Background: an optimization exercise with open tools, aiming at small area, a short achievable clock period and few clock cycles per item. Do not read the settings as production practice.
Only simulation tests tie the RTL to the original design; equivalence was not proved.

--- flow/design.v ---
module ftn_addr_hash (
    input  wire         clk,
    input  wire         rst,         
    input  wire [127:0] key,         
    input  wire         in_valid,
    output wire         in_ready,
    input  wire [127:0] addr,        
    input  wire         is_v6,
    input  wire         v6_pfx,
    output wire         out_valid,
    input  wire         out_ready,
    output wire [63:0]  h,
    output wire [19:0]  index,       
    output wire [15:0]  tag          
);
    function [63:0] bswap64(input [63:0] x);
        integer i;
        begin
            for (i = 0; i < 8; i = i + 1)
                bswap64[8*i +: 8] = x[63-8*i -: 8];
        end
    endfunction
    function [31:0] bswap32(input [31:0] x);
        bswap32 = {x[7:0], x[15:8], x[23:16], x[31:24]};
    endfunction
    function [63:0] rotl(input [63:0] x, input integer b);
        rotl = (x << b) | (x >> (64 - b));
    endfunction
    reg         run;         
    reg  [4:0]  cnt;         
    reg         t6, tp;      
    reg  [63:0] m0_q;        
    reg  [63:0] lo_q;        
    reg  [63:0] x0, x1, y0, y1;
    reg         ov;          
    reg  [63:0] h_q;
    reg         last;        
    reg         rdy;         
    reg         init;        
    reg         f_m0, f_lo0, f_8_0, f_16_0, f_lo3, f_8_3, f_16_3, fin;   
    wire ph     = cnt[0];    
    wire done   = last && !ov;                          
    wire replay = last && ov;                           
    assign in_ready = rdy;
    wire acc = !rst && in_valid && rdy;
    wire       run_n  = !rst && (acc || replay || (run && !last));
    wire       ov_n   = !rst && (done || (ov && !out_ready));
    wire [4:0] cn     = cnt + 5'd1;
    wire       step   = !rst && !init;                  
    wire       last_n = step && (t6 ? (cn == 5'd19) : tp ? (cn == 5'd15) : (cn == 5'd11));
    wire [63:0] m0_in = !is_v6 ? {8'd4, 24'd0, bswap32(addr[31:0])} : bswap64(addr[127:64]);
    wire [63:0] m0    = in_ready ? m0_in : m0_q;
    wire [63:0] k0 = bswap64(key[127:64]);
    wire [63:0] k1 = bswap64(key[63:0]);
    wire [63:0] s, t;
    sip_add64 add_s (.a(x0), .b(y0), .s(s));
    sip_add64 add_t (.a(x1), .b(y1), .s(t));
    wire [63:0] ry0 = ph ? rotl(y0, 17) : rotl(y0, 13);
    wire [63:0] ry1 = ph ? rotl(y1, 21) : rotl(y1, 16);
    wire [63:0] inj0 = (f_m0 ? m0_q : 64'd0) | (f_lo0 ? lo_q : 64'd0)
                     | {3'd0, f_16_0, f_8_0, 59'd0};
    wire [63:0] inj3 = (f_lo3 ? lo_q : 64'd0) | {3'd0, f_16_3, f_8_3, 59'd0};
    wire [63:0] nx0 = t ^ inj0;
    wire [63:0] nx1 = rotl(s, 32) ^ {56'd0, {8{fin}}};
    wire [63:0] ny0 = ry0 ^ s;
    wire [63:0] ny1 = (ry1 ^ inj3) ^ t;
    wire [63:0] hf  = ny0 ^ rotl(s, 32) ^ ry1;           
    always @(posedge clk) begin
        if (in_ready) begin
            m0_q <= m0_in;
            lo_q <= bswap64(addr[63:0]);
            t6   <= is_v6 && !v6_pfx;
            tp   <= is_v6 && v6_pfx;
        end
        if (init) begin
            x0  <= k0 ^ 64'h736f6d6570736575;
            y0  <= k1 ^ 64'h646f72616e646f6d;
            x1  <= k0 ^ 64'h6c7967656e657261;
            y1  <= k1 ^ 64'h7465646279746573 ^ m0;
            cnt <= 5'd0;
        end else begin
            x0  <= nx0;
            x1  <= nx1;
            y0  <= ny0;
            y1  <= ny1;
            cnt <= cnt + 5'd1;
        end
        if (done)
            h_q <= hf;
        run    <= run_n;
        ov     <= ov_n;
        last   <= last_n;
        rdy    <= !run_n || (last_n && !ov_n);
        init   <= !run_n || last_n;
        f_m0   <= step && cn == 5'd3;
        f_lo0  <= step && cn == 5'd7 && t6;
        f_8_0  <= step && cn == 5'd7 && tp;
        f_16_0 <= step && cn == 5'd11 && t6;
        f_lo3  <= step && cn == 5'd3 && t6;
        f_8_3  <= step && cn == 5'd3 && tp;
        f_16_3 <= step && cn == 5'd7 && t6;
        fin    <= step && (t6 ? cn == 5'd11 : tp ? cn == 5'd7 : cn == 5'd3);
    end
    assign out_valid = ov;
    assign h         = h_q;
    assign index     = h_q[19:0];
    assign tag       = h_q[35:20];
endmodule
module sip_add64 (input wire [63:0] a, input wire [63:0] b, output wire [63:0] s);
    wire [63:0] p0 = a ^ b;
    wire [63:0] g0 = a & b;
    wire g_0_1 = g0[1] | (p0[1] & g0[0]);
    wire g_0_3 = g0[3] | (p0[3] & g0[2]);
    wire p_0_3 = p0[3] & p0[2];
    wire g_0_5 = g0[5] | (p0[5] & g0[4]);
    wire p_0_5 = p0[5] & p0[4];
    wire g_0_7 = g0[7] | (p0[7] & g0[6]);
    wire p_0_7 = p0[7] & p0[6];
    wire g_0_9 = g0[9] | (p0[9] & g0[8]);
    wire p_0_9 = p0[9] & p0[8];
    wire g_0_11 = g0[11] | (p0[11] & g0[10]);
    wire p_0_11 = p0[11] & p0[10];
    wire g_0_13 = g0[13] | (p0[13] & g0[12]);
    wire p_0_13 = p0[13] & p0[12];
    wire g_0_15 = g0[15] | (p0[15] & g0[14]);
    wire p_0_15 = p0[15] & p0[14];
    wire g_0_17 = g0[17] | (p0[17] & g0[16]);
    wire p_0_17 = p0[17] & p0[16];
    wire g_0_19 = g0[19] | (p0[19] & g0[18]);
    wire p_0_19 = p0[19] & p0[18];
    wire g_0_21 = g0[21] | (p0[21] & g0[20]);
    wire p_0_21 = p0[21] & p0[20];
    wire g_0_23 = g0[23] | (p0[23] & g0[22]);
    wire p_0_23 = p0[23] & p0[22];
    wire g_0_25 = g0[25] | (p0[25] & g0[24]);
    wire p_0_25 = p0[25] & p0[24];
    wire g_0_27 = g0[27] | (p0[27] & g0[26]);
    wire p_0_27 = p0[27] & p0[26];
    wire g_0_29 = g0[29] | (p0[29] & g0[28]);
    wire p_0_29 = p0[29] & p0[28];
    wire g_0_31 = g0[31] | (p0[31] & g0[30]);
    wire p_0_31 = p0[31] & p0[30];
    wire g_0_33 = g0[33] | (p0[33] & g0[32]);
    wire p_0_33 = p0[33] & p0[32];
    wire g_0_35 = g0[35] | (p0[35] & g0[34]);
    wire p_0_35 = p0[35] & p0[34];
    wire g_0_37 = g0[37] | (p0[37] & g0[36]);
    wire p_0_37 = p0[37] & p0[36];
    wire g_0_39 = g0[39] | (p0[39] & g0[38]);
    wire p_0_39 = p0[39] & p0[38];
    wire g_0_41 = g0[41] | (p0[41] & g0[40]);
    wire p_0_41 = p0[41] & p0[40];
    wire g_0_43 = g0[43] | (p0[43] & g0[42]);
    wire p_0_43 = p0[43] & p0[42];
    wire g_0_45 = g0[45] | (p0[45] & g0[44]);
    wire p_0_45 = p0[45] & p0[44];
    wire g_0_47 = g0[47] | (p0[47] & g0[46]);
    wire p_0_47 = p0[47] & p0[46];
    wire g_0_49 = g0[49] | (p0[49] & g0[48]);
    wire p_0_49 = p0[49] & p0[48];
    wire g_0_51 = g0[51] | (p0[51] & g0[50]);
    wire p_0_51 = p0[51] & p0[50];
    wire g_0_53 = g0[53] | (p0[53] & g0[52]);
    wire p_0_53 = p0[53] & p0[52];
    wire g_0_55 = g0[55] | (p0[55] & g0[54]);
    wire p_0_55 = p0[55] & p0[54];
    wire g_0_57 = g0[57] | (p0[57] & g0[56]);
    wire p_0_57 = p0[57] & p0[56];
    wire g_0_59 = g0[59] | (p0[59] & g0[58]);
    wire p_0_59 = p0[59] & p0[58];
    wire g_0_61 = g0[61] | (p0[61] & g0[60]);
    wire p_0_61 = p0[61] & p0[60];
    wire g_0_63 = g0[63] | (p0[63] & g0[62]);
    wire p_0_63 = p0[63] & p0[62];
    wire g_1_3 = g_0_3 | (p_0_3 & g_0_1);
    wire g_1_5 = g_0_5 | (p_0_5 & g_0_3);
    wire p_1_5 = p_0_5 & p_0_3;
    wire g_1_7 = g_0_7 | (p_0_7 & g_0_5);
    wire p_1_7 = p_0_7 & p_0_5;
    wire g_1_9 = g_0_9 | (p_0_9 & g_0_7);
    wire p_1_9 = p_0_9 & p_0_7;
    wire g_1_11 = g_0_11 | (p_0_11 & g_0_9);
    wire p_1_11 = p_0_11 & p_0_9;
    wire g_1_13 = g_0_13 | (p_0_13 & g_0_11);
    wire p_1_13 = p_0_13 & p_0_11;
    wire g_1_15 = g_0_15 | (p_0_15 & g_0_13);
    wire p_1_15 = p_0_15 & p_0_13;
    wire g_1_17 = g_0_17 | (p_0_17 & g_0_15);
    wire p_1_17 = p_0_17 & p_0_15;
    wire g_1_19 = g_0_19 | (p_0_19 & g_0_17);
    wire p_1_19 = p_0_19 & p_0_17;
    wire g_1_21 = g_0_21 | (p_0_21 & g_0_19);
    wire p_1_21 = p_0_21 & p_0_19;
    wire g_1_23 = g_0_23 | (p_0_23 & g_0_21);
    wire p_1_23 = p_0_23 & p_0_21;
    wire g_1_25 = g_0_25 | (p_0_25 & g_0_23);
    wire p_1_25 = p_0_25 & p_0_23;
    wire g_1_27 = g_0_27 | (p_0_27 & g_0_25);
    wire p_1_27 = p_0_27 & p_0_25;
    wire g_1_29 = g_0_29 | (p_0_29 & g_0_27);
    wire p_1_29 = p_0_29 & p_0_27;
    wire g_1_31 = g_0_31 | (p_0_31 & g_0_29);
    wire p_1_31 = p_0_31 & p_0_29;
    wire g_1_33 = g_0_33 | (p_0_33 & g_0_31);
    wire p_1_33 = p_0_33 & p_0_31;
    wire g_1_35 = g_0_35 | (p_0_35 & g_0_33);
    wire p_1_35 = p_0_35 & p_0_33;
    wire g_1_37 = g_0_37 | (p_0_37 & g_0_35);
    wire p_1_37 = p_0_37 & p_0_35;
    wire g_1_39 = g_0_39 | (p_0_39 & g_0_37);
    wire p_1_39 = p_0_39 & p_0_37;
    wire g_1_41 = g_0_41 | (p_0_41 & g_0_39);
    wire p_1_41 = p_0_41 & p_0_39;
    wire g_1_43 = g_0_43 | (p_0_43 & g_0_41);
    wire p_1_43 = p_0_43 & p_0_41;
    wire g_1_45 = g_0_45 | (p_0_45 & g_0_43);
    wire p_1_45 = p_0_45 & p_0_43;
    wire g_1_47 = g_0_47 | (p_0_47 & g_0_45);
    wire p_1_47 = p_0_47 & p_0_45;
    wire g_1_49 = g_0_49 | (p_0_49 & g_0_47);
    wire p_1_49 = p_0_49 & p_0_47;
    wire g_1_51 = g_0_51 | (p_0_51 & g_0_49);
    wire p_1_51 = p_0_51 & p_0_49;
    wire g_1_53 = g_0_53 | (p_0_53 & g_0_51);
    wire p_1_53 = p_0_53 & p_0_51;
    wire g_1_55 = g_0_55 | (p_0_55 & g_0_53);
    wire p_1_55 = p_0_55 & p_0_53;
    wire g_1_57 = g_0_57 | (p_0_57 & g_0_55);
    wire p_1_57 = p_0_57 & p_0_55;
    wire g_1_59 = g_0_59 | (p_0_59 & g_0_57);
    wire p_1_59 = p_0_59 & p_0_57;
    wire g_1_61 = g_0_61 | (p_0_61 & g_0_59);
    wire p_1_61 = p_0_61 & p_0_59;
    wire g_1_63 = g_0_63 | (p_0_63 & g_0_61);
    wire p_1_63 = p_0_63 & p_0_61;
    wire g_2_5 = g_1_5 | (p_1_5 & g_0_1);
    wire g_2_7 = g_1_7 | (p_1_7 & g_1_3);
    wire g_2_9 = g_1_9 | (p_1_9 & g_1_5);
    wire p_2_9 = p_1_9 & p_1_5;
    wire g_2_11 = g_1_11 | (p_1_11 & g_1_7);
    wire p_2_11 = p_1_11 & p_1_7;
    wire g_2_13 = g_1_13 | (p_1_13 & g_1_9);
    wire p_2_13 = p_1_13 & p_1_9;
    wire g_2_15 = g_1_15 | (p_1_15 & g_1_11);
    wire p_2_15 = p_1_15 & p_1_11;
    wire g_2_17 = g_1_17 | (p_1_17 & g_1_13);
    wire p_2_17 = p_1_17 & p_1_13;
    wire g_2_19 = g_1_19 | (p_1_19 & g_1_15);
    wire p_2_19 = p_1_19 & p_1_15;
    wire g_2_21 = g_1_21 | (p_1_21 & g_1_17);
    wire p_2_21 = p_1_21 & p_1_17;
    wire g_2_23 = g_1_23 | (p_1_23 & g_1_19);
    wire p_2_23 = p_1_23 & p_1_19;
    wire g_2_25 = g_1_25 | (p_1_25 & g_1_21);
    wire p_2_25 = p_1_25 & p_1_21;
    wire g_2_27 = g_1_27 | (p_1_27 & g_1_23);
    wire p_2_27 = p_1_27 & p_1_23;
    wire g_2_29 = g_1_29 | (p_1_29 & g_1_25);
    wire p_2_29 = p_1_29 & p_1_25;
    wire g_2_31 = g_1_31 | (p_1_31 & g_1_27);
    wire p_2_31 = p_1_31 & p_1_27;
    wire g_2_33 = g_1_33 | (p_1_33 & g_1_29);
    wire p_2_33 = p_1_33 & p_1_29;
    wire g_2_35 = g_1_35 | (p_1_35 & g_1_31);
    wire p_2_35 = p_1_35 & p_1_31;
    wire g_2_37 = g_1_37 | (p_1_37 & g_1_33);
    wire p_2_37 = p_1_37 & p_1_33;
    wire g_2_39 = g_1_39 | (p_1_39 & g_1_35);
    wire p_2_39 = p_1_39 & p_1_35;
    wire g_2_41 = g_1_41 | (p_1_41 & g_1_37);
    wire p_2_41 = p_1_41 & p_1_37;
    wire g_2_43 = g_1_43 | (p_1_43 & g_1_39);
    wire p_2_43 = p_1_43 & p_1_39;
    wire g_2_45 = g_1_45 | (p_1_45 & g_1_41);
    wire p_2_45 = p_1_45 & p_1_41;
    wire g_2_47 = g_1_47 | (p_1_47 & g_1_43);
    wire p_2_47 = p_1_47 & p_1_43;
    wire g_2_49 = g_1_49 | (p_1_49 & g_1_45);
    wire p_2_49 = p_1_49 & p_1_45;
    wire g_2_51 = g_1_51 | (p_1_51 & g_1_47);
    wire p_2_51 = p_1_51 & p_1_47;
    wire g_2_53 = g_1_53 | (p_1_53 & g_1_49);
    wire p_2_53 = p_1_53 & p_1_49;
    wire g_2_55 = g_1_55 | (p_1_55 & g_1_51);
    wire p_2_55 = p_1_55 & p_1_51;
    wire g_2_57 = g_1_57 | (p_1_57 & g_1_53);
    wire p_2_57 = p_1_57 & p_1_53;
    wire g_2_59 = g_1_59 | (p_1_59 & g_1_55);
    wire p_2_59 = p_1_59 & p_1_55;
    wire g_2_61 = g_1_61 | (p_1_61 & g_1_57);
    wire p_2_61 = p_1_61 & p_1_57;
    wire g_2_63 = g_1_63 | (p_1_63 & g_1_59);
    wire p_2_63 = p_1_63 & p_1_59;
    wire g_3_9 = g_2_9 | (p_2_9 & g_0_1);
    wire g_3_11 = g_2_11 | (p_2_11 & g_1_3);
    wire g_3_13 = g_2_13 | (p_2_13 & g_2_5);
    wire g_3_15 = g_2_15 | (p_2_15 & g_2_7);
    wire g_3_17 = g_2_17 | (p_2_17 & g_2_9);
    wire p_3_17 = p_2_17 & p_2_9;
    wire g_3_19 = g_2_19 | (p_2_19 & g_2_11);
    wire p_3_19 = p_2_19 & p_2_11;
    wire g_3_21 = g_2_21 | (p_2_21 & g_2_13);
    wire p_3_21 = p_2_21 & p_2_13;
    wire g_3_23 = g_2_23 | (p_2_23 & g_2_15);
    wire p_3_23 = p_2_23 & p_2_15;
    wire g_3_25 = g_2_25 | (p_2_25 & g_2_17);
    wire p_3_25 = p_2_25 & p_2_17;
    wire g_3_27 = g_2_27 | (p_2_27 & g_2_19);
    wire p_3_27 = p_2_27 & p_2_19;
    wire g_3_29 = g_2_29 | (p_2_29 & g_2_21);
    wire p_3_29 = p_2_29 & p_2_21;
    wire g_3_31 = g_2_31 | (p_2_31 & g_2_23);
    wire p_3_31 = p_2_31 & p_2_23;
    wire g_3_33 = g_2_33 | (p_2_33 & g_2_25);
    wire p_3_33 = p_2_33 & p_2_25;
    wire g_3_35 = g_2_35 | (p_2_35 & g_2_27);
    wire p_3_35 = p_2_35 & p_2_27;
    wire g_3_37 = g_2_37 | (p_2_37 & g_2_29);
    wire p_3_37 = p_2_37 & p_2_29;
    wire g_3_39 = g_2_39 | (p_2_39 & g_2_31);
    wire p_3_39 = p_2_39 & p_2_31;
    wire g_3_41 = g_2_41 | (p_2_41 & g_2_33);
    wire p_3_41 = p_2_41 & p_2_33;
    wire g_3_43 = g_2_43 | (p_2_43 & g_2_35);
    wire p_3_43 = p_2_43 & p_2_35;
    wire g_3_45 = g_2_45 | (p_2_45 & g_2_37);
    wire p_3_45 = p_2_45 & p_2_37;
    wire g_3_47 = g_2_47 | (p_2_47 & g_2_39);
    wire p_3_47 = p_2_47 & p_2_39;
    wire g_3_49 = g_2_49 | (p_2_49 & g_2_41);
    wire p_3_49 = p_2_49 & p_2_41;
    wire g_3_51 = g_2_51 | (p_2_51 & g_2_43);
    wire p_3_51 = p_2_51 & p_2_43;
    wire g_3_53 = g_2_53 | (p_2_53 & g_2_45);
    wire p_3_53 = p_2_53 & p_2_45;
    wire g_3_55 = g_2_55 | (p_2_55 & g_2_47);
    wire p_3_55 = p_2_55 & p_2_47;
    wire g_3_57 = g_2_57 | (p_2_57 & g_2_49);
    wire p_3_57 = p_2_57 & p_2_49;
    wire g_3_59 = g_2_59 | (p_2_59 & g_2_51);
    wire p_3_59 = p_2_59 & p_2_51;
    wire g_3_61 = g_2_61 | (p_2_61 & g_2_53);
    wire p_3_61 = p_2_61 & p_2_53;
    wire g_3_63 = g_2_63 | (p_2_63 & g_2_55);
    wire p_3_63 = p_2_63 & p_2_55;
    wire g_4_17 = g_3_17 | (p_3_17 & g_0_1);
    wire g_4_19 = g_3_19 | (p_3_19 & g_1_3);
    wire g_4_21 = g_3_21 | (p_3_21 & g_2_5);
    wire g_4_23 = g_3_23 | (p_3_23 & g_2_7);
    wire g_4_25 = g_3_25 | (p_3_25 & g_3_9);
    wire g_4_27 = g_3_27 | (p_3_27 & g_3_11);
    wire g_4_29 = g_3_29 | (p_3_29 & g_3_13);
    wire g_4_31 = g_3_31 | (p_3_31 & g_3_15);
    wire g_4_33 = g_3_33 | (p_3_33 & g_3_17);
    wire p_4_33 = p_3_33 & p_3_17;
    wire g_4_35 = g_3_35 | (p_3_35 & g_3_19);
    wire p_4_35 = p_3_35 & p_3_19;
    wire g_4_37 = g_3_37 | (p_3_37 & g_3_21);
    wire p_4_37 = p_3_37 & p_3_21;
    wire g_4_39 = g_3_39 | (p_3_39 & g_3_23);
    wire p_4_39 = p_3_39 & p_3_23;
    wire g_4_41 = g_3_41 | (p_3_41 & g_3_25);
    wire p_4_41 = p_3_41 & p_3_25;
    wire g_4_43 = g_3_43 | (p_3_43 & g_3_27);
    wire p_4_43 = p_3_43 & p_3_27;
    wire g_4_45 = g_3_45 | (p_3_45 & g_3_29);
    wire p_4_45 = p_3_45 & p_3_29;
    wire g_4_47 = g_3_47 | (p_3_47 & g_3_31);
    wire p_4_47 = p_3_47 & p_3_31;
    wire g_4_49 = g_3_49 | (p_3_49 & g_3_33);
    wire p_4_49 = p_3_49 & p_3_33;
    wire g_4_51 = g_3_51 | (p_3_51 & g_3_35);
    wire p_4_51 = p_3_51 & p_3_35;
    wire g_4_53 = g_3_53 | (p_3_53 & g_3_37);
    wire p_4_53 = p_3_53 & p_3_37;
    wire g_4_55 = g_3_55 | (p_3_55 & g_3_39);
    wire p_4_55 = p_3_55 & p_3_39;
    wire g_4_57 = g_3_57 | (p_3_57 & g_3_41);
    wire p_4_57 = p_3_57 & p_3_41;
    wire g_4_59 = g_3_59 | (p_3_59 & g_3_43);
    wire p_4_59 = p_3_59 & p_3_43;
    wire g_4_61 = g_3_61 | (p_3_61 & g_3_45);
    wire p_4_61 = p_3_61 & p_3_45;
    wire g_4_63 = g_3_63 | (p_3_63 & g_3_47);
    wire p_4_63 = p_3_63 & p_3_47;
    wire g_5_33 = g_4_33 | (p_4_33 & g_0_1);
    wire g_5_35 = g_4_35 | (p_4_35 & g_1_3);
    wire g_5_37 = g_4_37 | (p_4_37 & g_2_5);
    wire g_5_39 = g_4_39 | (p_4_39 & g_2_7);
    wire g_5_41 = g_4_41 | (p_4_41 & g_3_9);
    wire g_5_43 = g_4_43 | (p_4_43 & g_3_11);
    wire g_5_45 = g_4_45 | (p_4_45 & g_3_13);
    wire g_5_47 = g_4_47 | (p_4_47 & g_3_15);
    wire g_5_49 = g_4_49 | (p_4_49 & g_4_17);
    wire g_5_51 = g_4_51 | (p_4_51 & g_4_19);
    wire g_5_53 = g_4_53 | (p_4_53 & g_4_21);
    wire g_5_55 = g_4_55 | (p_4_55 & g_4_23);
    wire g_5_57 = g_4_57 | (p_4_57 & g_4_25);
    wire g_5_59 = g_4_59 | (p_4_59 & g_4_27);
    wire g_5_61 = g_4_61 | (p_4_61 & g_4_29);
    wire g_5_63 = g_4_63 | (p_4_63 & g_4_31);
    wire g_6_2 = g0[2] | (p0[2] & g_0_1);
    wire g_6_4 = g0[4] | (p0[4] & g_1_3);
    wire g_6_6 = g0[6] | (p0[6] & g_2_5);
    wire g_6_8 = g0[8] | (p0[8] & g_2_7);
    wire g_6_10 = g0[10] | (p0[10] & g_3_9);
    wire g_6_12 = g0[12] | (p0[12] & g_3_11);
    wire g_6_14 = g0[14] | (p0[14] & g_3_13);
    wire g_6_16 = g0[16] | (p0[16] & g_3_15);
    wire g_6_18 = g0[18] | (p0[18] & g_4_17);
    wire g_6_20 = g0[20] | (p0[20] & g_4_19);
    wire g_6_22 = g0[22] | (p0[22] & g_4_21);
    wire g_6_24 = g0[24] | (p0[24] & g_4_23);
    wire g_6_26 = g0[26] | (p0[26] & g_4_25);
    wire g_6_28 = g0[28] | (p0[28] & g_4_27);
    wire g_6_30 = g0[30] | (p0[30] & g_4_29);
    wire g_6_32 = g0[32] | (p0[32] & g_4_31);
    wire g_6_34 = g0[34] | (p0[34] & g_5_33);
    wire g_6_36 = g0[36] | (p0[36] & g_5_35);
    wire g_6_38 = g0[38] | (p0[38] & g_5_37);
    wire g_6_40 = g0[40] | (p0[40] & g_5_39);
    wire g_6_42 = g0[42] | (p0[42] & g_5_41);
    wire g_6_44 = g0[44] | (p0[44] & g_5_43);
    wire g_6_46 = g0[46] | (p0[46] & g_5_45);
    wire g_6_48 = g0[48] | (p0[48] & g_5_47);
    wire g_6_50 = g0[50] | (p0[50] & g_5_49);
    wire g_6_52 = g0[52] | (p0[52] & g_5_51);
    wire g_6_54 = g0[54] | (p0[54] & g_5_53);
    wire g_6_56 = g0[56] | (p0[56] & g_5_55);
    wire g_6_58 = g0[58] | (p0[58] & g_5_57);
    wire g_6_60 = g0[60] | (p0[60] & g_5_59);
    wire g_6_62 = g0[62] | (p0[62] & g_5_61);
    wire [63:0] c = {g_6_62, g_5_61, g_6_60, g_5_59, g_6_58, g_5_57, g_6_56, g_5_55, g_6_54, g_5_53, g_6_52, g_5_51, g_6_50, g_5_49, g_6_48, g_5_47, g_6_46, g_5_45, g_6_44, g_5_43, g_6_42, g_5_41, g_6_40, g_5_39, g_6_38, g_5_37, g_6_36, g_5_35, g_6_34, g_5_33, g_6_32, g_4_31, g_6_30, g_4_29, g_6_28, g_4_27, g_6_26, g_4_25, g_6_24, g_4_23, g_6_22, g_4_21, g_6_20, g_4_19, g_6_18, g_4_17, g_6_16, g_3_15, g_6_14, g_3_13, g_6_12, g_3_11, g_6_10, g_3_9, g_6_8, g_2_7, g_6_6, g_2_5, g_6_4, g_1_3, g_6_2, g_0_1, g0[0], 1'b0};
    assign s = p0 ^ c;
endmodule
--- flow/run.sh ---
#!/bin/bash
# synth_recipe.tcl (not shown) runs the flow's synth.tcl, then flattens the netlist and writes it again
# the make line also repeats each setting of config.mk as NAME=value (left out here)
make -C /OpenROAD-flow-scripts/flow DESIGN_CONFIG=/design/flow/config.mk WORK_HOME=/design/flow/orfs CLKGATE_MAP_FILE= SYNTH_SCRIPT=/design/flow/synth_recipe.tcl finish
--- flow/config.mk ---
export PLATFORM = sky130hd
export DESIGN_NAME = ftn_addr_hash
export DESIGN_NICKNAME = ftn_addr_hash
export VERILOG_FILES = /design/flow/design.v
export SDC_FILE = /design/flow/constraint.sdc
export NUM_CORES = 4
export LEC_CHECK = 0
export CAP_MARGIN = 20
export CORE_MARGIN = 2
export CORE_UTILIZATION = 40
export SLEW_MARGIN = 20
--- flow/constraint.sdc ---
create_clock -name core_clock -period 11.0 [get_ports {clk}]
set_input_delay 2.2000 -clock core_clock [delete_from_list [all_inputs] [get_ports {clk}]]
set_output_delay 2.2000 -clock core_clock [all_outputs]
set_load 0.01 [all_outputs]
==> results list, run 1 <==
- The synthesized netlist devotes 17.0% of its cell area to XOR and XNOR gates.
- Slowest stage cell on the critical path: sky130_fd_sc_hd__o31ai_1
* # H-tree levels: 2
- Final net count: 3,497
* Final count of negative-setup-slack endpoints: 0
- Across all setup checks in the final design, the least slack found is 6.02 ns.
* FF+latch count, synth: 467
- In this run the most critical hold path is launched from m0_q[30]$_DFF_P_.
* Worst slew pin tran: 1.18 ns
* # Max-Cap Violations: 0
- Maximum clock path buffer count: 3
* I/O pin total: 364
- After clock tree synthesis, the setup repair step added 0 buffers.
- On the final layout, the worst hold slack is 0.505 ns.
- Average footprint of a synthesized cell: 9.82 um^2
* HPWL after DPL: about 110 mm
* Largest stage delay, worst path: 0.69 ns
- Die Width: 264 um
- Along the worst path, the maximum fanout reaches 4.
- Across the whole layout, storage elements account for 10,700 um^2.
- The total overflow left after global routing is 0.
- Synthesis produced a netlist with a net count of 3,202.
- The multi-input combinational cells in the finished layout cover a total of 15,100 um^2.
* Via density per instance: between 5 and 6
- Counting flops with a built-in enable in the synthesized netlist gives 130.
- Total core area: 67,000 um^2
- Setup TNS after final layout: 0 ns
- Routability-driven placement finished with a final weighted congestion of around 1.0.
- The worst hold path belongs to the class register to register.
- The final critical path takes up 45.3% of the cycle.
- Number of remaining DRC errors: 0
- The hold violation total from the final report was 0.
- The synthesized netlist devotes 7.54% of its cell area to simple gates.
- STA classifies the critical path startpoint as a register.
- Total die area: around 70,000 um^2
* Drt initial violations: 2,818
* Number of I/O port buffers: 363
- Hold worst-path end: m0_q[30]$_DFF_P_
- In this run the register-to-register setup slack is around 6 ns.
- In the final routed layout, each cell accounts on average for 33.1 um.
- Worst slack at placement: 6.18 ns
- Critical-path cell list: ha_1 > inv_1 > fa_1 > nand2b_1 > a21o_1 > a21oi_1 > o2111ai_1 > nand3_1 > a31oi_1 > o31ai_1 > a31oi_1 > fa_1 > xor2_1 > xnor2_1 > o21ai_0
* Worst clock skew: approximately 0.018 ns
* Hold buffer count at CTS: 0
- Area growth syn-to-layout: 22.8%
* Portion of netlist area occupied by mux cells: roughly 8.6%
* Category of the most critical setup path: register to register
- Detailed Route WL: 131 mm
* Cell at the root of the clock tree: sky130_fd_sc_hd__clkbuf_16
- Dominant combinational cell family by area after synthesis: XOR/XNOR gates
- Remaining antenna violation count after routing: 0
- Counting distinct cell types in the post-synthesis netlist gives 65.
- Clock period minus final worst setup slack: 4.98 ns
* Detailed-router iteration count before antenna repair: 7
* Post-CTS clock slew at the launch and capture registers of the worst setup and hold paths: ~0.06 ns
- Adder-cell area share of the yosys netlist: 10.5%
* Via count of the first global-routing pass: 21,300
- Summing the areas of all compound-gate instances in the mapped netlist gives 12.0% of the synthesized area.
- Initial cell density of the core: 40.3%
* Source of the worst register-to-register timing path: y1[0]$_DFF_P_
* Die height: roughly 260 um
- Via count: approximately 22,000
- Counting instances, the worst hold path has a depth of 2.
- Summing every instance area after synthesis gives 27,000 um^2.
- Setup crit start: y1[0]$_DFF_P_
* Post-synth ARST share: 0%
- Counting the buffers created by CTS gives 54.
* Setup repair after global routing missed its margin: no
* Post-cts resize count: 0
- Pin count of the biggest net entering global routing: 91
* Skew-Pair Late Insertion Delay: about 0.63 ns
- Based on the critical path, the design can be clocked at up to 0.201 GHz.
* Sequential fraction of the synthesis area: 39.4%
* Standard-cell rows: 95
- GR Util All Layers: 36.9%
* Status: no timing/DRC/antenna violations
- Of the cells placed in the final design, the portion with a size suffix greater than 1 is about 5.4%.
* Relative max-transition margin: 18.8%
* Worst Path Required: 11.46 ns
- Post-synthesis cell count: 2,752
- For this run, the leading register cell type out of synthesis is sky130_fd_sc_hd__dfxtp_1.
* Filler Cell Count: 6,343
- TritonCTS built the clock tree.
- CP Data Arrival Time: 5.45 ns
* Fraction of the core area covered by cells at the end of the flow: 49.5%
- Reg2reg path depth: 15
- Number of antenna violations at the first check in global routing: 8
- The worst setup path is captured at a register.
- The count of pins over their slew limit is 0.
- In this run the critical register-to-register path is captured at x0[61]$_DFF_P_.
* TritonCTS Sinks: 467
- The first global-routing pass estimated 176 mm of wire.
- Synth warn: 1
## placed cells by master (no fill, tap or decap), types with 33 or more instances in the layout
master and n:
sky130_fd_sc_hd__clkbuf_16 59, sky130_fd_sc_hd__xnor2_1 313, sky130_fd_sc_hd__o21ai_0 163, sky130_fd_sc_hd__mux2_2 33, sky130_fd_sc_hd__nor2_1 170, sky130_fd_sc_hd__ha_1 124
sky130_fd_sc_hd__fa_1 64, sky130_fd_sc_hd__inv_1 166, sky130_fd_sc_hd__clkdlybuf4s50_1 362, sky130_fd_sc_hd__a21o_1 37, sky130_fd_sc_hd__xor2_1 212, sky130_fd_sc_hd__a21oi_1 189
sky130_fd_sc_hd__nand2_1 234, sky130_fd_sc_hd__mux2i_1 192, sky130_fd_sc_hd__edfxtp_1 130, sky130_fd_sc_hd__a22oi_1 62, sky130_fd_sc_hd__dfxtp_1 331
## final cells by class
cell class,count,area share [%]
sequential,467,32.2
inverter,167,1.90
clock buffer,67,4.57
multi-input combinational,1975,45.4
tap,873,3.29
antenna,1,0.00754
clock inverter,35,1.30
timing repair buffer,382,11.4
## worst max-delay path by stage
stage,to,cells past startpoint
after floorplan,in_ready,0
after global placement,x0[61]$_DFF_P_,15
after detailed placement,h_q[57]$_DFFE_PP_,14
after CTS,h_q[57]$_DFFE_PP_,14
after global routing,h_q[57]$_DFFE_PP_,14
final,x0[61]$_DFF_P_,15
## flip-flops by register name, indices dropped and copies added, names as in the netlist, 5 cells and up
register,cells
x1,64
cnt,5
y0,64
x0,64
y1,64
lo_q,64
m0_q,64
h_q,64
## layer usage
layer	track usage (%)	vias up	wire length [um]
met4	12.0	4	4910
met5	0	-	23
met3	9.06	182	13800
met1	53.6	11100	58000
met2	53.3	1211	54600
li1	-	9909	-
## cell families (layout without fill, tap and decap cells)
family / after synthesis / after routing
buffers and inverters: 310 / 651
flip-flops: 467 / 467
AND/OR/NAND/NOR: 490 / 490
multiplexers: 229 / 229
AO/OA/AOI/OAI: 543 / 543
adder cells (fa/ha/maj): 188 / 188
other: 0 / 1
XOR/XNOR: 525 / 525
## metrics by stage
stage | cell area [um^2] | cells
after global placement | 31200 | 3864
after CTS | 33200 | 3966
after detailed placement | 31200 | 3864
after global routing | 33200 | 3966
final | 33200 | 3967
after floorplan | 27000 | 2752
## synthesized netlist by cell type, types with 37 or more instances
cell type | n | area share, %
sky130_fd_sc_hd__a21o_1 | 37 | 1.0
sky130_fd_sc_hd__o21ai_0 | 163 | 3.0
sky130_fd_sc_hd__fa_1 | 64 | 4.7
sky130_fd_sc_hd__nand2_1 | 234 | 3.3
sky130_fd_sc_hd__xor2_1 | 212 | 6.9
sky130_fd_sc_hd__dfxtp_1 | 337 | 25
sky130_fd_sc_hd__a22oi_1 | 62 | 1.7
sky130_fd_sc_hd__mux2i_1 | 196 | 7.3
sky130_fd_sc_hd__xnor2_1 | 313 | 10
sky130_fd_sc_hd__nor2_1 | 170 | 2.4
sky130_fd_sc_hd__a21oi_1 | 189 | 3.5
sky130_fd_sc_hd__ha_1 | 124 | 5.7
sky130_fd_sc_hd__clkbuf_1 | 69 | 0.96
sky130_fd_sc_hd__edfxtp_1 | 130 | 14
sky130_fd_sc_hd__inv_1 | 166 | 2.3
## worst max-delay path, delay by kind of cell (launching register included)
family                     cells  cell delay, ns
AOI/OAI and AO/OA              7            2.43
adders and majority gates      3            1.00
xor gates and xnor gates       2            0.52
and+or+nand+nor                2            0.46
DFF                            1            0.36
buffers and inverters          1            0.05
Testbench counts, summed over its fixed seeds: cycles 38,308, items 2,400.
==> run 2, diff against run 1 <==
==> flow/flow/run.sh (new file) <==
#!/bin/bash
# Layout: the standard flow, with repair_timing asked to leave 7 ns of
# setup slack at the 11 ns clock (a 4 ns target) so that it sizes the
# datapath for speed. The clock, constraints and all other settings are the
# standard ones.
set -euo pipefail
bash standard.sh SETUP_SLACK_MARGIN=7 finish > standard_flow.log 2>&1
==> flow/standard.sh (new file) <==
#!/bin/bash
# synth_recipe.tcl (not shown) runs the flow's synth.tcl, then flattens the netlist and writes it again
# the make line also repeats each setting of config.mk as NAME=value (left out here)
make -C /OpenROAD-flow-scripts/flow DESIGN_CONFIG=/design/flow/config.mk WORK_HOME=/design/flow/orfs CLKGATE_MAP_FILE= SYNTH_SCRIPT=/design/flow/synth_recipe.tcl "${@:-finish}"
removed: flow/run.sh
==> run 2 against run 1 <==
Critical path depth is 1 higher. Still clean. Design area increased by 2.6%.
==> results list, run 2 <==
* Post-CTS clock slew at the launch and capture registers of the worst setup and hold paths: 0.07 ns (about the same)
* Post-synth design cell area: 27,000 um^2 (unchanged)
* HPWL after DPL: 109 mm (unchanged)
- The I/O pin total came to 364 (unchanged).
- Via count of the first global-routing pass: 21,600 (+1.2%)
* Routed length per placed instance: 33.2 um (+0.27%)
* Die Width: 264 um (unchanged)
* Fraction of layout cells with a size suffix above 1: 8.75% (+3.3 points)
- The share of the clock period used by the worst path after layout is 36.6% (-8.7 points).
- The max-cap violation count was 0 (unchanged).
* Num CTS Buffers: 54 (unchanged)
- Walking the worst path, the cells encountered are ha_1 > inv_1 > fa_1 > nand2b_1 > a21o_1 > a21oi_2 > o21a_2 > a211o_4 > a21oi_1 > o21bai_1 > a21oi_1 > fa_1 > xor2_2 > xor2_2 > nand2_1 > o21ai_0.
- The worst clock skew on the final layout came to 0.0132 ns (-0.00475 ns).
* Wire length of the first global-routing pass: 177 mm (+0.78%)
- Average footprint of a synthesized cell: 9.82 um^2 (unchanged)
- The count of cell types in the netlist is 65 (unchanged).
- The post-detailed-routing wire length is 132 mm (+0.70%).
- Total die area: 69,700 um^2 (unchanged)
- In the layout the commonest cells are sky130_fd_sc_hd__clkdlybuf4s50_1, sky130_fd_sc_hd__dfxtp_1, sky130_fd_sc_hd__xnor2_1.
- The worst setup path is of the register to register kind.
- The post-route antenna net violation count came to 0 (unchanged).
* Critical Path End Type: register
- The total iterations of the first detailed-routing run is 6 (-1).
- For this run, the leading register cell type out of synthesis is sky130_fd_sc_hd__dfxtp_1.
- The final weighted congestion in routability-driven placement came to 1.03 (unchanged).
- The measured slew at the worst slew-check pin came to 1.18 ns (-0.00364 ns).
- The total congestion overflow after global routing is 0 (unchanged).
- The post-route setup TNS came to 0 ns (unchanged).
- The number of H-tree levels was 2 (unchanged).
- The arrival time at the worst endpoint came to 4.52 ns (-0.93 ns).
- The initial antenna violation count came to 9 (+1).
- Relative max-transition margin: 19.0% (+0.25 points)
- Worst Path Required: 11.49 ns (+0.03 ns)
- For this design, the slowest cell found on the critical path is sky130_fd_sc_hd__fa_1.
* Status: no timing/DRC/antenna violations
- The number of warnings issued by yosys is 1 (unchanged).
- The hold violation total from the final report came to 0 (unchanged).
- Pin count of the biggest net entering global routing: 91 (unchanged)
- Post-Layout Cell Count: 3,984 (+0.43%)
- TritonCTS Sinks: 467 (unchanged)
- The number of placed instances, taps included was 3,864 (unchanged).
- Maximum net fanout on the critical path: 4 (unchanged)
- Nature of the critical path startpoint: register
* Initial cell density of the core: 40.3% (unchanged)
- Post-synth ARST share: 0% (unchanged)
- Sequential fraction of the synthesis area: 39.4% (unchanged)
- Final std cell area, no fill: 34,100 um^2 (+2.6%)
* Top post-synthesis cells by count: sky130_fd_sc_hd__dfxtp_1, sky130_fd_sc_hd__xnor2_1, sky130_fd_sc_hd__nand2_1
- Kind of path behind the tightest hold check: register to register
- Area growth syn-to-layout: 26.0%
- The number of flops mapped to enable cells by yosys came to 130 (unchanged).
* Post-synthesis cell count: 2,752 (unchanged)
- Clock period minus final worst setup slack: 4.03 ns (-0.956 ns)
- Drt initial violations: 2,840 (+0.78%)
- TritonCTS built the clock tree.
- The placement-stage cell area is 31,200 um^2 (unchanged).
* Setup repair after global routing missed its margin: yes
* Die height: 264 um (unchanged)
- GR Util All Layers: 37.2% (+0.31 points)
- The number of port buffers was 363 (unchanged).
- The number of buffers on the longest clock path is 3 (unchanged).
- The via density per instance is 5.66 (+0.31%).
- Area contributors post-synth: sky130_fd_sc_hd__dfxtp_1, sky130_fd_sc_hd__edfxtp_1, sky130_fd_sc_hd__xnor2_1
- Final count of negative-setup-slack endpoints: 0 (unchanged)
- Syn nets: 3,202 (unchanged)
- Largest stage delay, worst path: 0.43 ns (-0.26 ns)
- Most frequent cell after synthesis: sky130_fd_sc_hd__dfxtp_1
- The count of pins over their slew limit came to 0 (unchanged).
- The final core utilization is 50.8% (+1.3 points).
* Area fraction of the dominant cell type after synthesis: 25.0% (unchanged)
* Cell accounting for the most synthesized area: sky130_fd_sc_hd__dfxtp_1
- Final net count: 3,513 (+0.46%)
* Number of remaining DRC errors: 0 (unchanged)
* FF+latch count, synth: 467 (unchanged)
* Timing-limited maximum frequency: 0.248 GHz (+24%)
- The number of standard-cell rows in the floorplan is 95 (unchanged).
- Total core area: 67,000 um^2 (unchanged)
* Via count: 22,600 (+0.74%)
- Leaving out fill and tap cells, the most frequent cell in the layout is sky130_fd_sc_hd__clkdlybuf4s50_1.
* Cell at the root of the clock tree: sky130_fd_sc_hd__clkbuf_16
- Skew-Pair Late Insertion Delay: 0.63 ns (about the same)
==> run 2: changes by cell type in the layout (fill, tap and decap cells not counted), moves of 4 or more <==
cell and delta:
sky130_fd_sc_hd__xor2_1 -27, sky130_fd_sc_hd__xnor2_1 -20, sky130_fd_sc_hd__xor2_2 +20, sky130_fd_sc_hd__xnor2_2 +17, sky130_fd_sc_hd__buf_4 +14, sky130_fd_sc_hd__o21ai_0 -8
sky130_fd_sc_hd__fa_1 -7, sky130_fd_sc_hd__fa_2 +7, sky130_fd_sc_hd__xor2_4 +7, sky130_fd_sc_hd__dfxtp_1 -5, sky130_fd_sc_hd__dfxtp_2 +5, sky130_fd_sc_hd__a21oi_1 -4
sky130_fd_sc_hd__inv_1 -4, sky130_fd_sc_hd__o21ai_1 +4
==> run 2: area by class of cell <==
cell class	instances	area, um^2
diodes	2	5.00
clock buffers	67	1520
clock inverters	35	432
fillers	6260	33000
inverters	167	637
multi-input cells	1975	15800
flip-flops and latches	467	10700
well taps	873	1090
repair buffers	398	3910
==> run 2: worst max-delay path: cells and delay by family, from the launching register on <==
kind	cells	cell delay [ns]
XOR/XNOR	2	0.58
adder cells (fa/ha/maj)	3	1.01
flip-flops	1	0.36
buffers and inverters	1	0.05
AO/OA/AOI/OAI	8	1.59
AND/OR/NAND/NOR	2	0.30
==> run 2: metrics by stage <==
| stage | hold slack (ns) | setup slack (ns) |
|---|---|---|
| 2_1_floorplan | 0.477 | 7.01 |
| 3_3_place_gp | 0.490 | 6.23 |
| 3_5_place_dp | 0.494 | 6.18 |
| 4_1_cts | 0.506 | 6.96 |
| 5_1_grt | 0.529 | 6.89 |
| 6_report | 0.505 | 6.97 |
==> run 2: path summary, 6_finish.rpt <==
path | startpoint | end | slack [ns] | cells after the start
min reg2reg | m0_q[27]$_DFF_P_ | m0_q[27]$_DFF_P_ | 0.50 | 2
max reg2reg | y1[0]$_DFF_P_ | x0[43]$_DFF_P_ | 6.97 | 16
max | y1[0]$_DFF_P_ | x0[43]$_DFF_P_ | 6.97 | 16
min | m0_q[27]$_DFF_P_ | m0_q[27]$_DFF_P_ | 0.50 | 2
==> run 2: logic make-up (layout without fill, tap and decap cells) <==
kind of cell / Yosys count / after routing / share of synthesized area [%]
other cells: 0 / 2 / 0
fa+ha+maj: 188 / 188 / 10.5
buf+inv: 310 / 667 / 4.88
mux: 229 / 229 / 8.64
simple gates: 490 / 490 / 7.54
flops: 467 / 467 / 39.4
compound gates: 543 / 543 / 12.0
xor+xnor: 525 / 525 / 17.0
==> run 2: per-layer routing <==
metal / up-vias / GRT usage (%) / wire (um)
met5: - / 0 / 28
met4: 4 / 14.8 / 6080
met3: 192 / 8.34 / 13700
met2: 1269 / 52.8 / 54100
met1: 11200 / 54.4 / 58400
li1: 9924 / - / -
==> run 2: what timing repair did <==
item	4_1_cts	5_1_grt
endpoints found under the hold margin	0	0
hold buffers	0	0
endpoints found under the setup margin	148	78
buffers inserted	9	7
resized for setup	83	37
pin swaps	27	23
==> run 3, diff against run 2 <==
==> flow/flow/run.sh (replaced) <==
#!/bin/bash
# Layout: the standard flow (standard.sh) with these changes:
#  - repair_timing is asked to leave 7 ns of setup slack at the 11 ns clock
#    (a 4 ns target), so that it sizes the datapath for speed;
#  - ports are buffered with buf_1 cells instead of the default choice;
#  - clock tree: clkbuf_8 buffers, clusters of at most 16 sinks within 45 um,
#    no dummy loads.
# The clock, the constraints and everything else are the standard ones.
set -euo pipefail
bash standard.sh \
  SETUP_SLACK_MARGIN=7 \
  "BUFFER_PORTS_ARGS=-buffer_cell sky130_fd_sc_hd__buf_1" \
  "CTS_ARGS=-sink_clustering_enable -repair_clock_nets -dont_use_dummy_load -buf_list {sky130_fd_sc_hd__clkbuf_8} -sink_clustering_size 16 -sink_clustering_max_diameter 45" \
  finish > standard_flow.log 2>&1
--- a/flow/config.mk
+++ b/flow/config.mk
@@ -8,4 +8,4 @@
 export CAP_MARGIN = 20
 export CORE_MARGIN = 2
-export CORE_UTILIZATION = 40
+export CORE_UTILIZATION = 50
 export SLEW_MARGIN = 20
==> run 3 against run 2 <==
Via count is 0.83% higher. Sequential share of layout area grew 3.8 points. Critical endpoint is now h_q[40]$_DFFE_PP_. Largest cell class unchanged. Flip-flop and latch count did not move.
==> results list, run 3 <==
- The run finished with no timing, DRC or antenna violations.
- Post-synthesis cell count: 2,752 (unchanged)
* Number of hold violations in the final report: 0 (unchanged)
- The number of setup violations in the final report came to 0 (unchanged).
* Post-CTS clock slew at the launch and capture registers of the worst setup and hold paths: 0.05 ns (-0.02 ns)
* Syn nets: 3,202 (unchanged)
- The sequential cell area fraction in the yosys report came to 39.4% (unchanged).
* Average footprint of a synthesized cell: 9.82 um^2 (unchanged)
- Category of the most critical setup path: register to register
- Cell at the root of the clock tree: sky130_fd_sc_hd__clkbuf_8
- Drt initial violations: 3,175 (+12%)
- Residual overflow from global routing: 0 (unchanged)
* GR Util All Layers: 43.4% (+6.2 points)
- Maximum clock path buffer count: 3 (unchanged)
* Number of antenna violations at the first check in global routing: 3 (-6)
* Timing-limited maximum frequency: 0.247 GHz (-0.65%)
- Worst clock skew: 0.0871 ns (+0.0739 ns)
- Clock period minus final worst setup slack: 4.05 ns (+0.0262 ns)
- The total iterations of the first detailed-routing run was 6 (unchanged).
* Num CTS Buffers: 70 (+30%)
- The number of flops mapped to enable cells by yosys was 130 (unchanged).
- Worst slew pin tran: 1.19 ns (+0.00729 ns)
- Initial cell density of the core: 50.4% (+10 points)
- Relative max-transition margin: 18.5% (-0.50 points)
- The detailed-route wire length per cell came to 32.5 um (-2.0%).
* Commonest non-fill, non-tap cells in the layout: sky130_fd_sc_hd__buf_1, sky130_fd_sc_hd__dfxtp_1, sky130_fd_sc_hd__xnor2_1
* TritonCTS Sinks: 467 (unchanged)
* Critical Path End Type: register
- The summed instance area of the synthesized netlist was 27,000 um^2 (unchanged).
- Share of the clock period used by the worst path after layout: 36.8% (+0.24 points)
* HPWL after DPL: 101 mm (-7.7%)
- The final weighted congestion in routability-driven placement came to 1.11 (+7.3%).
- Setup TNS after final layout: 0 ns (unchanged)
- The final cell area excluding filler cells came to 30,400 um^2 (-11%).
* Total die area: 55,900 um^2 (-20%)
* Number of I/O port buffers: 363 (unchanged)
- The count of cell types in the netlist came to 65 (unchanged).
* Most common library cell in the layout ignoring fill and taps: sky130_fd_sc_hd__buf_1
- Total placed instance area: 28,700 um^2 (-8.1%)
- The final routed DRC violation total came to 0 (unchanged).
- The via density per instance was 6.04 (+6.6%).
- The setup slack of the worst register-to-register path came to 6.95 ns (-0.03 ns).
- Area growth syn-to-layout: 12.4%
- Pin count of the biggest net entering global routing: 81 (-11%)
* Detailed Route WL: 123 mm (-7.3%)
- The global-route wire length before repair came to 167 mm (-5.6%).
- Die height: 236 um (-10%)
- Die Width: 236 um (-10%)
* Synth warn: 1 (unchanged)
- Post-synth ARST share: 0% (unchanged)
- Fraction of layout cells with a size suffix above 1: 7.73% (-1.0 points)
* Area contributors post-synth: sky130_fd_sc_hd__dfxtp_1, sky130_fd_sc_hd__edfxtp_1, sky130_fd_sc_hd__xnor2_1
- Via count: 22,700 (+0.83%)
- STA classifies the critical path startpoint as a register.
- The area of the placeable core is 53,600 um^2 (-20%).
- Cell accounting for the most synthesized area: sky130_fd_sc_hd__dfxtp_1
- Via count of the first global-routing pass: 21,600 (+0.23%)
- The required time at the worst-slack endpoint is 11.41 ns (-0.08 ns).
* Max-slew violation count: 0 (unchanged)
- The arrival time at the worst endpoint was 4.46 ns (-0.06 ns).
* Remaining antenna violation count after routing: 0 (unchanged)
- Top post-synthesis cells by count: sky130_fd_sc_hd__dfxtp_1, sky130_fd_sc_hd__xnor2_1, sky130_fd_sc_hd__nand2_1
- Dominant register cell in the synthesized netlist: sky130_fd_sc_hd__dfxtp_1
- Final net count: 3,519 (+0.17%)
- TritonCTS built the clock tree.
- Standard-cell rows: 85 (-11%)
- Maximum net fanout on the critical path: 3 (-1)
- Setup repair after global routing could not meet its margin everywhere.
- Area fraction of the dominant cell type after synthesis: 25.0% (unchanged)
- Kind of path behind the tightest hold check: register to register
* Fraction of the core area covered by cells at the end of the flow: 56.6% (+5.8 points)
- FF+latch count, synth: 467 (unchanged)
* Skew-Pair Late Insertion Delay: 0.69 ns (+0.06 ns)
- Most frequent cell after synthesis: sky130_fd_sc_hd__dfxtp_1
* # H-tree levels: 3 (+1)
- # Max-Cap Violations: 0 (unchanged)
* I/O pin total: 364 (unchanged)
run 3: cell count changes in the layout (fill, tap and decap cells not counted), moves of 6 or more:
cell and delta:
sky130_fd_sc_hd__clkinv_2 -7, sky130_fd_sc_hd__clkinvlp_4 -8, sky130_fd_sc_hd__clkinv_1 -6, sky130_fd_sc_hd__buf_1 +362
sky130_fd_sc_hd__buf_4 -8, sky130_fd_sc_hd__clkbuf_16 -59, sky130_fd_sc_hd__bufinv_16 -9, sky130_fd_sc_hd__clkbuf_8 +69
sky130_fd_sc_hd__clkdlybuf4s50_1 -362, sky130_fd_sc_hd__xnor2_1 +8, sky130_fd_sc_hd__clkbuf_1 -7
run 3: routing by layer:
metal	vias up	global-route usage [%]	share of wire, %	routed length [um]
met5	-	0	0	0
met1	11100	60.9	42	51000
met4	0	21.1	5.5	6700
li1	9869	-	-	-
met2	1513	60.2	40	49300
met3	235	13.6	13	15700
run 3: worst paths after layout:
check	from	end	cells after the start
max	y0[0]$_DFF_P_	h_q[40]$_DFFE_PP_	13
min	m0_q[26]$_DFF_P_	m0_q[26]$_DFF_P_	2
max reg2reg	y0[0]$_DFF_P_	h_q[40]$_DFFE_PP_	13
min reg2reg	m0_q[26]$_DFF_P_	m0_q[26]$_DFF_P_	2
run 3: cell families after synthesis:
logic type | share of synthesized area (%)
fa+ha+maj | 10.5
flops | 39.4
xor+xnor | 17.0
buf+inv | 4.88
mux | 8.64
simple gates | 7.54
compound gates | 12.0
run 3: repair_timing:
action                                  CTS  global route
pin swaps                                22            23
endpoints found under the setup margin  134            68
hold buffers                              0             0
gates cloned                              0             0
buffers inserted                          6             4
resized for setup                        67            41
run 3: through the flow:
step           hold slack (ns)  setup slack [ns]  std cells
4_1_cts                  0.502              6.99       3759
5_1_grt                  0.523              6.99       3765
3_5_place_dp             0.490              6.34       3683
2_1_floorplan            0.477              7.01       2752
6_report                 0.505              6.95       3768
3_3_place_gp             0.489              6.35       3683
run 3: cell type report:
cell class | count | area (um^2)
Fill cell | 4807 | 23200
Multi-Input combinational cell | 1975 | 15700
Sequential cell | 467 | 10700
Timing Repair Buffer | 388 | 1550
Clock buffer | 70 | 963
Tap cell | 696 | 871
Inverter | 167 | 629
Antenna cell | 5 | 12.5
run 3: worst max-delay path: stages (launching register included):
cell	delay, ns
sky130_fd_sc_hd__dfxtp_4	0.34
sky130_fd_sc_hd__ha_4	0.15
sky130_fd_sc_hd__fa_2	0.34
sky130_fd_sc_hd__a211oi_2	0.26
sky130_fd_sc_hd__o21ai_2	0.14
sky130_fd_sc_hd__a211oi_4	0.34
sky130_fd_sc_hd__o41ai_4	0.12
sky130_fd_sc_hd__nand3b_1	0.23
sky130_fd_sc_hd__a31oi_4	0.16
sky130_fd_sc_hd__o21ai_1	0.27
sky130_fd_sc_hd__inv_1	0.10
sky130_fd_sc_hd__fa_1	0.77
sky130_fd_sc_hd__xor2_1	0.20
sky130_fd_sc_hd__xnor2_1	0.38
==> run 4, diff against run 3 <==
--- a/flow/flow/run.sh
+++ b/flow/flow/run.sh
@@ -3,4 +3,7 @@
 #  - repair_timing is asked to leave 7 ns of setup slack at the 11 ns clock
 #    (a 4 ns target), so that it sizes the datapath for speed;
+#  - the full-adder cells are added to the platform's don't-use list, so
+#    synthesis extracts only half adders and leaves the 3-input XORs and
+#    majorities of the adders to abc (faster than the fa cell's sum output);
 #  - ports are buffered with buf_1 cells instead of the default choice;
 #  - clock tree: clkbuf_8 buffers, clusters of at most 16 sinks within 45 um,
@@ -8,6 +11,8 @@
 # The clock, the constraints and everything else are the standard ones.
 set -euo pipefail
+DONT_USE="sky130_fd_sc_hd__probe_p_8 sky130_fd_sc_hd__probec_p_8 sky130_fd_sc_hd__lpflow_bleeder_1 sky130_fd_sc_hd__lpflow_clkbufkapwr_1 sky130_fd_sc_hd__lpflow_clkbufkapwr_16 sky130_fd_sc_hd__lpflow_clkbufkapwr_2 sky130_fd_sc_hd__lpflow_clkbufkapwr_4 sky130_fd_sc_hd__lpflow_clkbufkapwr_8 sky130_fd_sc_hd__lpflow_clkinvkapwr_1 sky130_fd_sc_hd__lpflow_clkinvkapwr_16 sky130_fd_sc_hd__lpflow_clkinvkapwr_2 sky130_fd_sc_hd__lpflow_clkinvkapwr_4 sky130_fd_sc_hd__lpflow_clkinvkapwr_8 sky130_fd_sc_hd__lpflow_decapkapwr_12 sky130_fd_sc_hd__lpflow_decapkapwr_3 sky130_fd_sc_hd__lpflow_decapkapwr_4 sky130_fd_sc_hd__lpflow_decapkapwr_6 sky130_fd_sc_hd__lpflow_decapkapwr_8 sky130_fd_sc_hd__lpflow_inputiso0n_1 sky130_fd_sc_hd__lpflow_inputiso0p_1 sky130_fd_sc_hd__lpflow_inputiso1n_1 sky130_fd_sc_hd__lpflow_inputiso1p_1 sky130_fd_sc_hd__lpflow_inputisolatch_1 sky130_fd_sc_hd__lpflow_isobufsrc_1 sky130_fd_sc_hd__lpflow_isobufsrc_16 sky130_fd_sc_hd__lpflow_isobufsrc_2 sky130_fd_sc_hd__lpflow_isobufsrc_4 sky130_fd_sc_hd__lpflow_isobufsrc_8 sky130_fd_sc_hd__lpflow_isobufsrckapwr_16 sky130_fd_sc_hd__lpflow_lsbuf_lh_hl_isowell_tap_1 sky130_fd_sc_hd__lpflow_lsbuf_lh_hl_isowell_tap_2 sky130_fd_sc_hd__lpflow_lsbuf_lh_hl_isowell_tap_4 sky130_fd_sc_hd__lpflow_lsbuf_lh_isowell_4 sky130_fd_sc_hd__lpflow_lsbuf_lh_isowell_tap_1 sky130_fd_sc_hd__lpflow_lsbuf_lh_isowell_tap_2 sky130_fd_sc_hd__lpflow_lsbuf_lh_isowell_tap_4  sky130_fd_sc_hd__fa_1 sky130_fd_sc_hd__fa_2 sky130_fd_sc_hd__fa_4"
 bash standard.sh \
   SETUP_SLACK_MARGIN=7 \
+  "DONT_USE_CELLS=$DONT_USE" \
   "BUFFER_PORTS_ARGS=-buffer_cell sky130_fd_sc_hd__buf_1" \
   "CTS_ARGS=-sink_clustering_enable -repair_clock_nets -dont_use_dummy_load -buf_list {sky130_fd_sc_hd__clkbuf_8} -sink_clustering_size 16 -sink_clustering_max_diameter 45" \
==> run 4 against run 3 <==
Still clean. Utilization is 0.48 points higher. Non-clock buffer count is 3 higher. First-iteration DRC count is 15% lower. Critical path type unchanged. Critical endpoint is now x0[61]$_DFF_P_.
==> results list, run 4 <==
- Status: no timing/DRC/antenna violations
- Counting stages on the worst path, the most repeated cell is sky130_fd_sc_hd__o21ai_0.
- Post-Layout Cell Count: 3,700 (-1.8%)
- Category of the most critical setup path: register to register
- Synth warn: 1 (unchanged)
- The detailed-route wire length per cell is 31.6 um (-2.7%).
- The post-synthesis register bit count was 467 (unchanged).
* Sequential fraction of the synthesis area: 40.5% (+1.1 points)
* Residual overflow from global routing: 0 (unchanged)
- Dominant combinational cell family by area after synthesis: XOR/XNOR gates
- The routed metal-1 wirelength came to 48.7 mm (-4.5%).
- The count of pins over their slew limit is 0 (unchanged).
* Fraction of layout cells with a size suffix above 1: 7.87% (+0.14 points)
- The area of the placeable core was 52,200 um^2 (-2.5%).
- The cell count after synthesis came to 2,686 (-2.4%).
- HPWL after DPL: 96.7 mm (-3.9%)
* Post-synth design cell area: 26,300 um^2 (-2.7%)
* Detailed Route WL: 117 mm (-4.5%)
- Top post-synthesis cells by count: sky130_fd_sc_hd__xnor2_1, sky130_fd_sc_hd__dfxtp_1, sky130_fd_sc_hd__nand2_1
- # H-tree levels: 3 (unchanged)
- Critical Path End Type: register
* Post-CTS clock slew at the launch and capture registers of the worst setup and hold paths: 0.07 ns (+0.02 ns)
* Total instance count after detailed placement: 3,612 (-1.9%)
- Adder-cell area share of the yosys netlist: 9.13% (-1.4 points)
* GP Congestion: 1.05 (-5.2%)
- Maximum net fanout on the critical path: 5 (+2)
- The proportion of synthesized area in mux cells is 9.27% (+0.64 points).
- Final count of negative-setup-slack endpoints: 0 (unchanged)
- The number of port buffers was 363 (unchanged).
* Critical hold path startpoint: m0_q[17]$_DFF_P_
- Maximum clock path buffer count: 3 (unchanged)
- The total iterations of the first detailed-routing run was 6 (unchanged).
- The setup slack of the worst register-to-register path is 7.01 ns (+0.06 ns).
- TritonCTS clock tree: built
* TritonCTS Sinks: 467 (unchanged)
- The achievable frequency is 0.251 GHz (+1.6%).
* Critical-path cell list: ha_1 > nand4_1 > or2_2 > nor4_1 > o21ai_0 > o21ai_0 > a31o_4 > a41oi_4 > o31ai_2 > ha_1 > nor2_1 > xnor2_1 > xor2_1 > o21ai_0
* Total die area: 54,500 um^2 (-2.6%)
- Average footprint of a synthesized cell: 9.79 um^2 (-0.26%)
* Commonest non-fill, non-tap cells in the layout: sky130_fd_sc_hd__buf_1, sky130_fd_sc_hd__xnor2_1, sky130_fd_sc_hd__dfxtp_1
* Setup TNS after final layout: 0 ns (unchanged)
- The antenna cell count was 0 (-5).
* # Max-Cap Violations: 0 (unchanged)
- Ranked by total cell area, the synthesized netlist is headed by sky130_fd_sc_hd__dfxtp_1, sky130_fd_sc_hd__edfxtp_1, sky130_fd_sc_hd__xnor2_1.
- The final critical path time including I/O delays and setup is 3.99 ns (-0.0634 ns).
- The via density per instance came to 5.91 (-2.0%).
- The cell depth of the worst min-delay path was 2 (unchanged).
- Number of remaining DRC errors: 0 (unchanged)
- Num CTS Buffers: 72 (+2.9%)
- sky130_fd_sc_hd__xnor2_1 is the most common cell in the netlist.
* Reg2reg path depth: 14 (+1)
- Wire length of the first global-routing pass: 156 mm (-6.5%)
- The required time at the worst-slack endpoint came to 11.52 ns (+0.11 ns).
- Dominant register cell in the synthesized netlist: sky130_fd_sc_hd__dfxtp_1
- Largest stage delay, worst path: 0.50 ns (-0.27 ns)
* Number of hold violations in the final report: 0 (unchanged)
- Via count: 21,900 (-3.8%)
* Drt initial violations: 2,693 (-15%)
- I/O pin total: 364 (unchanged)
* Pin count of the biggest net entering global routing: 196 (+140%)
- Worst slew pin tran: 1.31 ns (+0.119 ns)
- The met2 routed wirelength came to 46.4 mm (-5.8%).
- The count of cell types in the netlist came to 56 (-14%).
- Area fraction of the dominant cell type after synthesis: 25.6% (+0.68 points)
- The fraction of the mapped netlist area in compound gates was 11.6% (-0.44 points).
- Standard-cell rows: 84 (-1.2%)
- In this run the worst hold path is classified as register to register.
- The initial core utilization is 50.4% (-0.054 points).
- Final net count: 3,468 (-1.4%)
* Setup repair after global routing missed its margin: yes
- The number of fillers in the final layout is 4,702 (-2.2%).
- Cell at the root of the clock tree: sky130_fd_sc_hd__clkbuf_8
- Source of the worst register-to-register timing path: y1[41]$_DFF_P_
* Syn nets: 3,140 (-1.9%)
- Slowest stage cell on the critical path: sky130_fd_sc_hd__nor4_1
* Skew-Pair Late Insertion Delay: 0.69 ns (about the same)
- The initial antenna violation count came to 7 (+4).
- Share of the clock period used by the worst path after layout: 36.3% (-0.58 points)
- Hold buffer count at CTS: 0 (unchanged)
- The global-route usage over all layers was 42.5% (-0.91 points).
- Fraction of the core area covered by cells at the end of the flow: 57.1% (+0.48 points)
- Post-synth ARST share: 0% (unchanged)
* Reg-to-reg endpoint: x0[61]$_DFF_P_
* Die Width: 233 um (-1.3%)
- CP Data Arrival Time: 4.51 ns (+0.05 ns)
* Hold worst-path end: m0_q[17]$_DFF_P_
- The post-route antenna net violation count came to 0 (unchanged).
- The library cell used most frequently in the layout, excluding fill and tap cells, is sky130_fd_sc_hd__buf_1.
* Worst clock skew: 0.0752 ns (-0.0119 ns)
* Via count of the first global-routing pass: 20,500 (-5.3%)
* Area growth syn-to-layout: 13.4%
* Relative max-transition margin: 12.2% (-6.3 points)
- Simple-gate share of the synthesized area: 8.14% (+0.60 points)
- STA classifies the critical path startpoint as a register.
* Number of flops mapped to enable cells by yosys: 130 (unchanged)
- The placement-stage cell area was 28,000 um^2 (-2.4%).
- The final cell area excluding filler cells came to 29,800 um^2 (-1.7%).
* Total met3 wirelength after detailed routing: 13.7 mm (-13%)
* Top layer in use: met5
- Die height: 233 um (-1.3%)
* Post-synthesis xor/xnor area fraction: 17.4% (+0.43 points)
* Cell accounting for the most synthesized area: sky130_fd_sc_hd__dfxtp_1
-- run 4: what timing repair did --
action	4_1_cts	5_1_grt
pin swaps	29	29
buffers inserted	12	4
setup endpoints to repair	132	81
resized for setup	62	58
-- run 4: how the worst max path moves through the flow --
stage	from	to	slack, ns	depth (start not counted)
2_1_floorplan	rdy$_DFF_P_	in_ready	7.01	0
3_3_place_gp	y0[1]$_DFF_P_	h_q[55]$_DFFE_PP_	6.32	16
3_5_place_dp	y0[1]$_DFF_P_	h_q[57]$_DFFE_PP_	6.20	16
4_1_cts	y1[5]$_DFF_P_	x0[57]$_DFF_P_	6.95	16
5_1_grt	y1[1]$_DFF_P_	x0[55]$_DFF_P_	6.92	16
6_report	y1[41]$_DFF_P_	x0[61]$_DFF_P_	7.01	14
-- run 4: metal layers --
| metal | vias up | GRT usage, % |
|---|---|---|
| li1 | 9788 | - |
| met1 | 10500 | 58.9 |
| met2 | 1385 | 58.9 |
| met3 | 228 | 10.8 |
| met4 | 2 | 25.9 |
| met5 | - | 0 |
-- run 4: kinds of logic after synthesis --
family          count (synthesis)
mux                           241
xor+xnor                      524
fa+ha+maj                     192
buf+inv                       239
simple gates                  509
flops                         467
compound gates                514
-- run 4: stage by stage --
stage	hold WS, ns	worst slack, ns
floorplan	0.475	7.01
global placement	0.488	6.32
detailed placement	0.496	6.20
CTS	0.509	6.95
global route	0.529	6.92
finish	0.505	7.01
-- run 4: layout make-up --
type,instances,area (um^2),area share (%)
timing repair buffer,391,1600,5.37
clock buffer,72,991,3.32
multi-input combinational,1980,15300,51.4
sequential,467,10700,35.8
inverter,102,383,1.28
tap,688,861,2.88
-- run 4: critical path, delay by kind of cell, from the launching register on --
kind	cells	cell delay, ns
xor gates and xnor gates	2	0.71
adders and majority gates	2	0.60
AOI/OAI and AO/OA	6	1.11
and+or+nand+nor	4	1.09
DFF	1	0.34

[afterwards: timing with drivers on the ports]
How much do the figures lean on ideal ports? The routed layouts below were timed once more, with nothing changed but the port constraints. Step 1, drivers: a clkbuf_16 drives clk and a buf_2 each remaining input, both assumed. Step 2 also shifts input and output timing later by t, the mid clock arrival at the registers, as if the neighbouring blocks saw the same clock. Slacks: ideal ports / drivers / drivers and shift; pairs: ideal ports / drivers.
run	shift t [ns]	setup slack, ns	worst setup path after step 2	worst register clock-pin slew, ns	cell pins on the clock port's net
run 1	0.680	6.018 / 6.018 / 6.018	register to register	0.07 / 0.07	1
run 2	0.679	6.974 / 6.974 / 6.683	input to register	0.07 / 0.07	1
run 3	0.708	6.947 / 6.947 / 6.747	input to register	0.10 / 0.10	1
run 4	0.712	7.011 / 7.011 / 6.578	input to register	0.10 / 0.10	1
After both steps setup and hold are still met in every run listed. For run 4, which loses most, drivers alone change the setup slack by 0.000 ns; drivers and shift together by -0.433 ns.
